This is an optimization exercise on Yosys and OpenROAD, whose aim is small area, not a production implementation. In this exercise RTL edits were held to simulation tests only and were not proved equivalent to the original.

==> trial 25: inputs <==
// crucible_vfunc
module crucible_vfunc #(
    parameter LANES = 4
) (
    input  wire                clk,
    input  wire                rst,           
    input  wire                iss_valid,
    input  wire [31:0]         iss_word,      
    input  wire [LANES-1:0]    iss_kmask,     
    input  wire [16*LANES-1:0] iss_a,         
    input  wire [31:0]         iss_s,         
    output reg                 wb_valid,
    output reg  [4:0]          wb_vd,
    output reg  [LANES-1:0]    wb_lanes,
    output reg                 wb_n2,         
    output reg  [16*LANES-1:0] wb_d0,
    output wire [16*LANES-1:0] wb_d1,
    output reg  [LANES-1:0]    wb_sat,        
    output reg  [LANES-1:0]    wb_dz          
);
    wire [5:0] op = iss_word[31:26];
    wire is_etm = iss_valid && (op == 6'd27);
    wire is_six = iss_valid && (op[5:1] == 5'b01110);    
    reg             e1, e2, e3;               
    reg             x1, x2, x3, x4, x5;       
    reg [4:0]       vd1, vd2, vd3, vd4, vd5;
    reg [LANES-1:0] m1, m2, m3, m4, m5;
    reg [27:0]      p1, p2, p3;
    reg [29:0]      p3x3;                     
    reg             w1, w2, w3;               
    always @(posedge clk) begin
        if (rst) begin
            e1 <= 1'b0; e2 <= 1'b0; e3 <= 1'b0;
            x1 <= 1'b0; x2 <= 1'b0; x3 <= 1'b0; x4 <= 1'b0; x5 <= 1'b0;
        end else begin
            e1 <= is_etm; e2 <= e1; e3 <= e2;
            x1 <= is_six; x2 <= x1; x3 <= x2; x4 <= x3; x5 <= x4;
        end
        vd1 <= iss_word[25:21]; vd2 <= vd1; vd3 <= vd2; vd4 <= vd3; vd5 <= vd4;
  ...
export LEC_CHECK = 0
export ABC_AREA = 1
export CAP_MARGIN = 20
export CORE_MARGIN = 2
export CORE_UTILIZATION = 55
export PLACE_DENSITY = 0.65
export SLEW_MARGIN = 20
create_clock -name core_clock -period 14.0 [get_ports {clk}]
standard.sh (not shown) runs the stock make flow with config.mk's settings and CLKGATE_MAP_FILE= SYNTH_SCRIPT=/design/flow/synth_recipe.tcl, a recipe that flattens the netlist after the stock synthesis.
==> flow/flow/run.sh <==
#!/bin/bash
set -euo pipefail
W=$PWD
mkdir -p own

# Selection for extract_fa: all cells but those from crucible_rcm's lines.
s=$(grep -n "^module crucible_rcm" design.v | head -1 | cut -d: -f1)
e=$(awk -v s="$s" 'NR > s && /^endmodule/ {print NR; exit}' design.v)
sel="t:*"
for ((l = s; l <= e; l++)); do sel="$sel a:src=*design.v:$l.* %d"; done
export OWN_FA_SEL="$sel"
export OWN_ABC_SCRIPT="$W/flow/abc_fast.script"

sed -e 's/^  extract_fa {\*}\[dont_use_extract_fa_args\]$/  extract_fa {*}[dont_use_extract_fa_args] {*}$::env(OWN_FA_SEL)/' \
    -e 's/^  log_cmd abc {\*}\$abc_args$/  log_cmd abc {*}[lreplace $abc_args 1 1 $::env(OWN_ABC_SCRIPT)]/' \
    "$FLOW_HOME/scripts/synth.tcl" > own/synth.tcl
grep -q 'OWN_FA_SEL' own/synth.tcl
grep -q 'OWN_ABC_SCRIPT' own/synth.tcl

sed -e 's/synth -nofsm -noshare /synth -nofsm -noshare -noabc /' \
    -e "s|source \$::env(SCRIPTS_DIR)/synth.tcl|source $W/own/synth.tcl|" \
    synth_recipe.tcl > own/synth_recipe.tcl
grep -q -- '-noabc' own/synth_recipe.tcl
grep -q "$W/own/synth.tcl" own/synth_recipe.tcl

sed "s|SYNTH_SCRIPT=[^ ]*|SYNTH_SCRIPT=$W/own/synth_recipe.tcl|" standard.sh > own/standard.sh
grep -q "SYNTH_SCRIPT=$W/own/synth_recipe.tcl" own/standard.sh

bash own/standard.sh > flow.log 2>&1
==> flow/flow/abc_fast.script <==
strash
dch
amap
topo
stime -c
upsize -c
dnsize -c
==> trial 21 (differences from trial 25) <==
--- a/flow/flow/run.sh
+++ b/flow/flow/run.sh
@@ -26,4 +26,8 @@
 sed "s|SYNTH_SCRIPT=[^ ]*|SYNTH_SCRIPT=$W/own/synth_recipe.tcl|" standard.sh > own/standard.sh
 grep -q "SYNTH_SCRIPT=$W/own/synth_recipe.tcl" own/standard.sh
 
+# Every port still gets its own buffer, as in the standard flow; the
+# smallest buffer cell does for these loads.
+export BUFFER_PORTS_ARGS="-buffer_cell sky130_fd_sc_hd__buf_1"
+
 bash own/standard.sh > flow.log 2>&1
==> flow/flow/abc_fast.script (replaced) <==
strash
dch
amap
topo
stime -c
--- a/flow/config.mk
+++ b/flow/config.mk
@@ -9,5 +9,7 @@
 export CAP_MARGIN = 20
 export CORE_MARGIN = 2
 export CORE_UTILIZATION = 55
+export CTS_BUF_LIST = sky130_fd_sc_hd__clkbuf_8
+export CTS_CLUSTER_SIZE = 20
 export PLACE_DENSITY = 0.65
 export SLEW_MARGIN = 20
==> build 96 (differences from trial 25) <==
--- a/flow/config.mk
+++ b/flow/config.mk
@@ -9,5 +9,7 @@
 export CAP_MARGIN = 20
 export CORE_MARGIN = 2
 export CORE_UTILIZATION = 55
+export CTS_BUF_LIST = sky130_fd_sc_hd__clkbuf_8
+export CTS_CLUSTER_SIZE = 20
 export PLACE_DENSITY = 0.65
 export SLEW_MARGIN = 20
==> notes.md <==
- Synthesized cell count is the same in trial 25 and build 96.
- In trial 25 the sequential share of layout area is lower than in trial 21, by 0.92 points.
- In flip-flop and latch count, build 96 and trial 25 do not differ.
- Against trial 25, the cell area of trial 21 is smaller by about 4%.


==> 04-07: inputs <==
Another version of the RTL of crucible_vfunc (not shown whole).
## crucible_vfunc
module crucible_vfunc #(
    parameter LANES = 4
) (
    input  wire                clk,
    input  wire                rst,           
    input  wire                iss_valid,
    input  wire [31:0]         iss_word,      
    input  wire [LANES-1:0]    iss_kmask,     
    input  wire [16*LANES-1:0] iss_a,         
    input  wire [31:0]         iss_s,         
    output reg                 wb_valid,
    output reg  [4:0]          wb_vd,
    output reg  [LANES-1:0]    wb_lanes,
    output reg                 wb_n2,         
    output reg  [16*LANES-1:0] wb_d0,
    output wire [16*LANES-1:0] wb_d1,
    output reg  [LANES-1:0]    wb_sat,        
    output reg  [LANES-1:0]    wb_dz          
);
==> module crucible_vfunc, before the edit <==
module crucible_vfunc #(
    parameter LANES = 4
) (
    input  wire                clk,
    input  wire                rst,           
    input  wire                iss_valid,
    input  wire [31:0]         iss_word,      
    input  wire [LANES-1:0]    iss_kmask,     
    input  wire [16*LANES-1:0] iss_a,         
    input  wire [31:0]         iss_s,         
    output reg                 wb_valid,
    output reg  [4:0]          wb_vd,
    output reg  [LANES-1:0]    wb_lanes,
    output reg                 wb_n2,         
    output reg  [16*LANES-1:0] wb_d0,
    output wire [16*LANES-1:0] wb_d1,
    output reg  [LANES-1:0]    wb_sat,        
    output reg  [LANES-1:0]    wb_dz          
);
    wire [5:0] op = iss_word[31:26];
    wire is_etm = iss_valid && (op == 6'd27);
    wire is_six = iss_valid && (op[5:1] == 5'b01110);    
    reg             e1, e2, e3;               
    reg             x1, x2, x3, x4, x5;       
    reg [4:0]       vd1, vd2, vd3, vd4, vd5;
    reg [LANES-1:0] m1, m2, m3, m4, m5;
    reg [27:0]      p1, p2, p3;
    reg [29:0]      p2x3, p3x3;               
    reg             w1, w2, w3;               
    always @(posedge clk) begin
        if (rst) begin
            e1 <= 1'b0; e2 <= 1'b0; e3 <= 1'b0;
            x1 <= 1'b0; x2 <= 1'b0; x3 <= 1'b0; x4 <= 1'b0; x5 <= 1'b0;
        end else begin
            e1 <= is_etm; e2 <= e1; e3 <= e2;
            x1 <= is_six; x2 <= x1; x3 <= x2; x4 <= x3; x5 <= x4;
        end
        vd1 <= iss_word[25:21]; vd2 <= vd1; vd3 <= vd2; vd4 <= vd3; vd5 <= vd4;
        m1  <= iss_kmask;      m2  <= m1;  m3  <= m2;  m4  <= m3;  m5  <= m4;
        p1  <= iss_s[27:0];    p2  <= p1;  p3  <= p2;
        w1  <= iss_word[0];    w2  <= w1;  w3  <= w2;
    end
    wire [29:0] p1x3;
    crucible_rcm #(.W(29)) u_p3 (
        .x({1'b0, p1}), .y({p1, 1'b0}), .ci(1'b0), .s(p1x3[28:0]), .co(p1x3[29]));
    always @(posedge clk) begin
        p2x3 <= p1x3;
        p3x3 <= p2x3;
    end
    wire [28*LANES-1:0] etm_e;
    wire [LANES-1:0]    etm_sat, r4_sat, r4_dz;
    wire [16*LANES-1:0] r4_d;
    genvar g;
    generate
        for (g = 0; g < LANES; g = g + 1) begin : lane
            crucible_flane u_lane (
                .clk     (clk),
                .i_a     (iss_a[16*g +: 16]),
                .i_l     (iss_word[3:0]),
                .p2      (p2),
                .p2x3    (p2x3),
                .p3      (p3),
                .p3x3    (p3x3),
                .wrap3   (w3),
                .sqrt0   (op[0]),
                .etm_e   (etm_e[28*g +: 28]),
                .etm_sat (etm_sat[g]),
                .r4_d    (r4_d[16*g +: 16]),
                .r4_sat  (r4_sat[g]),
                .r4_dz   (r4_dz[g])
            );
        end
    endgenerate
    reg [12*LANES-1:0] d1_r;
    integer j;
    always @(posedge clk) begin
        if (rst) wb_valid <= 1'b0;
        else     wb_valid <= x5 | e3;
        wb_n2 <= !x5;
        if (x5) begin
            wb_vd    <= vd5;
            wb_lanes <= m5;
            wb_d0    <= r4_d;
            wb_sat   <= r4_sat & m5;
            wb_dz    <= r4_dz & m5;
        end else begin
            wb_vd    <= vd3;
            wb_lanes <= m3;
            for (j = 0; j < LANES; j = j + 1)
                wb_d0[16*j +: 16] <= etm_e[28*j +: 16];
            wb_sat   <= etm_sat & m3;
            wb_dz    <= {LANES{1'b0}};
        end
        for (j = 0; j < LANES; j = j + 1)
            d1_r[12*j +: 12] <= etm_e[28*j + 16 +: 12];
    end
    generate
        for (g = 0; g < LANES; g = g + 1) begin : d1o
            assign wb_d1[16*g +: 16] = {4'b0000, d1_r[12*g +: 12]};
        end
    endgenerate
endmodule
clock: 14.0 ns
lec_check: 0
abc_area: 1
cap_margin: 20
core_margin: 2
core_utilization: 55
place_density: 0.65
slew_margin: 20
==> flow/flow/run.sh <==
#!/bin/bash
set -euo pipefail
W=$PWD
mkdir -p own

# Selection for extract_fa: all cells but those from crucible_rcm's lines.
s=$(grep -n "^module crucible_rcm" design.v | head -1 | cut -d: -f1)
e=$(awk -v s="$s" 'NR > s && /^endmodule/ {print NR; exit}' design.v)
sel="t:*"
for ((l = s; l <= e; l++)); do sel="$sel a:src=*design.v:$l.* %d"; done
export OWN_FA_SEL="$sel"
export OWN_ABC_SCRIPT="$W/flow/abc_fast.script"

sed -e 's/^  extract_fa {\*}\[dont_use_extract_fa_args\]$/  extract_fa {*}[dont_use_extract_fa_args] {*}$::env(OWN_FA_SEL)/' \
    -e 's/^  log_cmd abc {\*}\$abc_args$/  log_cmd abc {*}[lreplace $abc_args 1 1 $::env(OWN_ABC_SCRIPT)]/' \
    "$FLOW_HOME/scripts/synth.tcl" > own/synth.tcl
grep -q 'OWN_FA_SEL' own/synth.tcl
grep -q 'OWN_ABC_SCRIPT' own/synth.tcl

sed -e 's/synth -nofsm -noshare /synth -nofsm -noshare -noabc /' \
    -e "s|source \$::env(SCRIPTS_DIR)/synth.tcl|source $W/own/synth.tcl|" \
    synth_recipe.tcl > own/synth_recipe.tcl
grep -q -- '-noabc' own/synth_recipe.tcl
grep -q "$W/own/synth.tcl" own/synth_recipe.tcl

sed "s|SYNTH_SCRIPT=[^ ]*|SYNTH_SCRIPT=$W/own/synth_recipe.tcl|" standard.sh > own/standard.sh
grep -q "SYNTH_SCRIPT=$W/own/synth_recipe.tcl" own/standard.sh

bash own/standard.sh > flow.log 2>&1
==> flow/flow/abc_fast.script <==
strash
dch
map -D 10000
topo
stime -c
buffer -c
upsize -c
dnsize -c
==> 08-28: changes against 04-07 <==
--- a/flow/design.v
+++ b/flow/design.v
@@ -676,7 +676,7 @@
     reg [4:0]       vd1, vd2, vd3, vd4, vd5;
     reg [LANES-1:0] m1, m2, m3, m4, m5;
     reg [27:0]      p1, p2, p3;
-    reg [29:0]      p2x3, p3x3;               
+    reg [29:0]      p3x3;                     
     reg             w1, w2, w3;               
     always @(posedge clk) begin
         if (rst) begin
@@ -691,13 +691,10 @@
         p1  <= iss_s[27:0];    p2  <= p1;  p3  <= p2;
         w1  <= iss_word[0];    w2  <= w1;  w3  <= w2;
     end
-    wire [29:0] p1x3;
+    wire [29:0] p2x3;                         
     crucible_rcm #(.W(29)) u_p3 (
-        .x({1'b0, p1}), .y({p1, 1'b0}), .ci(1'b0), .s(p1x3[28:0]), .co(p1x3[29]));
-    always @(posedge clk) begin
-        p2x3 <= p1x3;
-        p3x3 <= p2x3;
-    end
+        .x({1'b0, p2}), .y({p2, 1'b0}), .ci(1'b0), .s(p2x3[28:0]), .co(p2x3[29]));
+    always @(posedge clk) p3x3 <= p2x3;
     wire [28*LANES-1:0] etm_e;
     wire [LANES-1:0]    etm_sat, r4_sat, r4_dz;
     wire [16*LANES-1:0] r4_d;
--- a/flow/flow/run.sh
+++ b/flow/flow/run.sh
@@ -26,4 +26,8 @@
 sed "s|SYNTH_SCRIPT=[^ ]*|SYNTH_SCRIPT=$W/own/synth_recipe.tcl|" standard.sh > own/standard.sh
 grep -q "SYNTH_SCRIPT=$W/own/synth_recipe.tcl" own/standard.sh
 
+# Every port still gets its own buffer, as in the standard flow; the
+# smallest buffer cell does for these loads.
+export BUFFER_PORTS_ARGS="-buffer_cell sky130_fd_sc_hd__buf_1"
+
 bash own/standard.sh > flow.log 2>&1
==> flow/flow/abc_fast.script (replaced) <==
strash
dc2
dch
amap
topo
stime -c
- CTS_BUF_LIST: default -> sky130_fd_sc_hd__clkbuf_8
- CTS_CLUSTER_SIZE: default -> 20
==> 01-12: changes against 04-07 <==
--- a/flow/design.v
+++ b/flow/design.v
@@ -676,7 +676,7 @@
     reg [4:0]       vd1, vd2, vd3, vd4, vd5;
     reg [LANES-1:0] m1, m2, m3, m4, m5;
     reg [27:0]      p1, p2, p3;
-    reg [29:0]      p2x3, p3x3;               
+    reg [29:0]      p3x3;                     
     reg             w1, w2, w3;               
     always @(posedge clk) begin
         if (rst) begin
@@ -691,13 +691,10 @@
         p1  <= iss_s[27:0];    p2  <= p1;  p3  <= p2;
         w1  <= iss_word[0];    w2  <= w1;  w3  <= w2;
     end
-    wire [29:0] p1x3;
+    wire [29:0] p2x3;                         
     crucible_rcm #(.W(29)) u_p3 (
-        .x({1'b0, p1}), .y({p1, 1'b0}), .ci(1'b0), .s(p1x3[28:0]), .co(p1x3[29]));
-    always @(posedge clk) begin
-        p2x3 <= p1x3;
-        p3x3 <= p2x3;
-    end
+        .x({1'b0, p2}), .y({p2, 1'b0}), .ci(1'b0), .s(p2x3[28:0]), .co(p2x3[29]));
+    always @(posedge clk) p3x3 <= p2x3;
     wire [28*LANES-1:0] etm_e;
     wire [LANES-1:0]    etm_sat, r4_sat, r4_dz;
     wire [16*LANES-1:0] r4_d;
==> flow/flow/abc_fast.script (replaced) <==
strash
dch
amap
topo
stime -c
- CTS_BUF_LIST: default -> sky130_fd_sc_hd__clkbuf_8
- CTS_CLUSTER_SIZE: default -> 20
==> comparison table <==
| metric | 04-07 | 08-28 | 01-12 |
|---|---|---|---|
| Result of the run | no timing/DRC/antenna violations | no timing/DRC/antenna violations | no timing/DRC/antenna violations |
| Share of the core filled with cells | 60.7% | 63.2% | 63.6% |
| Area fraction of the dominant cell type after synthesis | 22.4% | 25.0% | 24.6% |
| Final weighted congestion in routability-driven placement | 0.972 | 0.997 | 1.01 |
| Clk latency of the worst-skew pair | 0.82 ns | 0.99 ns | 0.97 ns |
| Number of clock sinks | 1062 | 1033 | 1033 |
| Std-Cell Rows | 152 | 142 | 143 |
| Routed length on met3 | 30600 microns | 35800 microns | 35400 microns |
| ANT cells | 32 | 8 | 3 |
| Highest achievable clock rate | 0.0808 GHz | 0.0806 GHz | 0.0801 GHz |
| Met2 usage in global routing | 56.9% | 57.8% | 58.0% |
| Number of fillers in the final layout | 15.8k | 13.4k | 13.5k |
| Metal-1 WL | 130000 microns | 121000 microns | 124000 microns |
| Root buffer selected by CTS | clkbuf_16 | clkbuf_8 | clkbuf_8 |
| Non-filler cells, final | 15.9k | 14.0k | 14.0k |
| WHS | 0.320 ns | 0.325 ns | 0.310 ns |
| Final critical-path setup slack | 1.63 ns | 1.59 ns | 1.51 ns |
| Endpoint of the worst hold path | vd3[3] | vd3[4] | p2[11] |
| Multi-In Gates | 9832 | 8258 | 8534 |
| Simple-gate portion of the synthesized area | 22.5% | 13.8% | 13.1% |
| Number of buffers and inverters on the critical path | 14 | 11 | 12 |

[re-timing with driven ports]
In the flow no input, the clock included, has a driving cell. The finished layouts below were timed again as built, in two steps. Step 1 (the two cells are an assumption about what drives the block):
set clk [get_ports {clk}]
set_driving_cell -lib_cell sky130_fd_sc_hd__clkbuf_16 $clk
set_driving_cell -lib_cell sky130_fd_sc_hd__buf_2 [delete_from_list [all_inputs] $clk]
Step 2 times the ports against the registers' clock, not the clock port: input delays grow and output delays shrink by t, the midpoint of the rising clock arrivals with the driver on. Three values: ideal, step 1, step 2; two values: the first two.
run	t (ns)	setup slack, ns	worst setup path at the end
trial 25	0.859	1.628 / 1.628 / 1.168	input to register
trial 21	1.016	1.535 / 1.535 / 0.814	input to register
build 96	1.022	1.657 / 1.657 / 1.125	input to register
04-07	0.863	1.625 / 1.625 / 0.908	input to register
08-28	1.028	1.589 / 1.589 / 1.490	input to register
01-12	1.028	1.509 / 1.509 / 0.912	input to register
After both steps setup and hold are still met in every run listed. The setup slack of trial 21, which loses most, moves by 0.000 ns with the drivers and by -0.721 ns with both steps.
